Background: an optimization exercise with open tools, aiming at small area, a short achievable clock period and few clock cycles. Do not read the settings as production practice.
In this exercise RTL edits were held to simulation tests only and were not proved equivalent to the original.

== v26 ==
==> flow/design.v (excerpt) <==
module chk_block (
    input  wire        clk,
    input  wire        rst,
    input  wire        req_valid,
    output wire        req_ready,
    input  wire [1:0]  req_op,
    input  wire [5:0]  req_addr,
    input  wire [2:0]  req_tenant,
    input  wire [31:0] req_wdata,
    input  wire [5:0]  wv_width,
    input  wire        wv_refin,
    input  wire        wv_refout,
    input  wire [2:0]  wv_fowner,
    input  wire [31:0] wv_poly,
    input  wire [31:0] wv_init,
    input  wire [31:0] wv_xorout,
    input  wire [31:0] wv_ref,
    output reg         rsp_valid,
    output reg  [1:0]  rsp_status,
    output wire [31:0] rsp_rdata
);
    localparam S_IDLE = 3'd0, S_PREP = 3'd1, S_FOLD = 3'd2, S_CMP = 3'd3, S_RFIN = 3'd4;
    localparam K_RUNW = 2'd0, K_FEED = 2'd1, K_CTRL = 2'd2;
    function [31:0] rev32(input [31:0] x);
        integer i;
        for (i = 0; i < 32; i = i + 1) rev32[i] = x[31-i];
    endfunction
    function [7:0] rev8(input [7:0] x);
        integer i;
        for (i = 0; i < 8; i = i + 1) rev8[i] = x[7-i];
    endfunction
  ...
For scale: roughly 6200 cells after synthesis, ~820 flip-flops, about 220 I/O pins.
clock: 20.0 ns
lec_check: 0
cap_margin: 10
core_margin: 2
core_utilization: 45
cts_cluster_diameter: 70
cts_cluster_size: 30
slew_margin: 10
standard.sh (not shown) runs the stock make flow with config.mk's settings and CLKGATE_MAP_FILE= SYNTH_SCRIPT=/design/flow/synth_recipe.tcl, a recipe that flattens the netlist after the stock synthesis.
==> flow/flow/run.sh <==
#!/bin/bash
# Standard layout, with timing repair aimed at a tighter clock than the
# 20 ns constraint (repair stops once setup slack reaches the margin), and
# plain buffers (not delay cells) on the ports.
set -euo pipefail
bash standard.sh SETUP_SLACK_MARGIN=13.5 "BUFFER_PORTS_ARGS=-buffer_cell sky130_fd_sc_hd__buf_2" finish > standard.log 2>&1
Both conditions hold for v26: the flow ran to the end and the final layout passed the timing, DRC and antenna checks.
Testbench counts of v26, summed over its fixed seeds: cycles 6,567.
> inputs changed (v26 -> v16)
- putting GPL_ROUTABILITY_DRIVEN at 0 where nothing was set
- v16 vs v26 — fmax dropped 7.3 MHz.
- Summary of v16 over v26: final standard cell count with taps included and fillers excluded now larger; reg-to-reg setup timing slack has decreased.
- Compared to v26, v16 has number of inserted filler cells in the final layout 1.1% lower.

Starting RTL as in the previous note.
clock: 20.0 ns
lec_check: 0
cap_margin: 20
core_margin: 2
core_utilization: 45
cts_cluster_diameter: 70
cts_cluster_size: 30
slew_margin: 20
Scripts as last shown in full above: flow/flow/run.sh
Testbench counts at the start, summed over its fixed seeds: cycles 6,567.
Change:
CORE_UTILIZATION = 30   (was 45)
CTS_CLUSTER_DIAMETER = default   (was 70)
CTS_CLUSTER_SIZE = default   (was 30)
After rerunning: The new run completed without violations; flip-flop and latch count is unchanged; final area goes up by a few percent; first-iteration DRC count fell slightly.

Another version of the RTL of chk_block (not shown whole).
Size in the first run: ~820 flip-flops, roughly 59000 um^2 of cells after synthesis.
==> flow/design.v (excerpt) <==
module chk_block (
    input  wire        clk,
    input  wire        rst,
    input  wire        req_valid,
    output wire        req_ready,
    input  wire [1:0]  req_op,
    input  wire [5:0]  req_addr,
    input  wire [2:0]  req_tenant,
    input  wire [31:0] req_wdata,
    input  wire [5:0]  wv_width,
    input  wire        wv_refin,
    input  wire        wv_refout,
    input  wire [2:0]  wv_fowner,
    input  wire [31:0] wv_poly,
    input  wire [31:0] wv_init,
    input  wire [31:0] wv_xorout,
    input  wire [31:0] wv_ref,
    output reg         rsp_valid,
    output reg  [1:0]  rsp_status,
    output wire [31:0] rsp_rdata
);
    localparam S_IDLE = 3'd0, S_PREP = 3'd1, S_FOLD = 3'd2, S_CMP = 3'd3, S_RFIN = 3'd4;
    localparam K_RUNW = 2'd0, K_FEED = 2'd1, K_CTRL = 2'd2;
    function [31:0] rev32(input [31:0] x);
        integer i;
        for (i = 0; i < 32; i = i + 1) rev32[i] = x[31-i];
    endfunction
    function [7:0] rev8(input [7:0] x);
        integer i;
  ...
clock: 20.0 ns
lec_check: 0
cap_margin: 20
core_margin: 2
core_utilization: 55
cts_cluster_diameter: 70
cts_cluster_size: 30
slew_margin: 20
Scripts as last shown in full above: flow/flow/run.sh
The first run finished with timing, DRC and antenna clean.
Testbench counts at the start, summed over its fixed seeds: cycles 6,567.
Edit:
--- a/flow/config.mk
+++ b/flow/config.mk
@@ -8 +8 @@
-export CAP_MARGIN = 20
+export CAP_MARGIN = 10
@@ -13 +13 @@
-export SLEW_MARGIN = 20
+export SLEW_MARGIN = 10
Outcome:
- The new run completed without violations
- clock-buffer cell count does not change
- die area does not change
- via count hardly moves
- wire length hardly moves
- maximum frequency is about the same
- sequential share of layout area hardly moves
- setup slack improves by 0.014 ns
- synthesized area does not change

==> what the ideal ports hide <==
Ports are ideal in the flow. The routed layouts listed here were re-timed in OpenROAD.
Step 1 assumes that a clkbuf_16 drives the clock port and a buf_2 every other input.
Step 2 moves the port delays by t, midway between the first and last clock arrival at a register: inputs arrive t later, outputs are due t later. That takes back most of the time a late clock gives input paths.
Three values: no drivers, after step 1, after step 2; two values: the first two.
| run | t, ns | setup slack, ns | worst hold slack (ns) | latest minus earliest clock arrival (ns) | worst register clock-pin slew, ns |
|---|---|---|---|---|---|
| v26 | 0.788 | 13.433 / 13.325 / 12.537 | 0.506 / 0.506 / 0.506 | 0.058 / 0.058 | 0.11 / 0.11 |
| v16 | 0.774 | 13.100 / 13.151 / 12.377 | 0.572 / 0.572 / 0.572 | 0.063 / 0.063 | 0.11 / 0.11 |
| the first run of note 2 | 0.822 | 13.401 / 13.255 / 12.433 | 0.508 / 0.508 / 0.508 | 0.070 / 0.070 | 0.12 / 0.12 |
| the second run of note 2 | 0.804 | 13.252 / 13.002 / 12.197 | 0.498 / 0.498 / 0.498 | 0.046 / 0.045 | 0.08 / 0.08 |
| the first run of note 3 | 0.786 | 13.290 / 13.058 / 12.273 | 0.572 / 0.572 / 0.572 | 0.043 / 0.043 | 0.11 / 0.11 |
| the second run of note 3 | 0.784 | 13.304 / 13.064 / 12.279 | 0.559 / 0.559 / 0.559 | 0.042 / 0.041 | 0.11 / 0.11 |
After both steps every run listed still meets setup and hold. The setup slack of the second run of note 2, which loses most, moves by -0.250 ns with the drivers and by -1.055 ns with both steps.
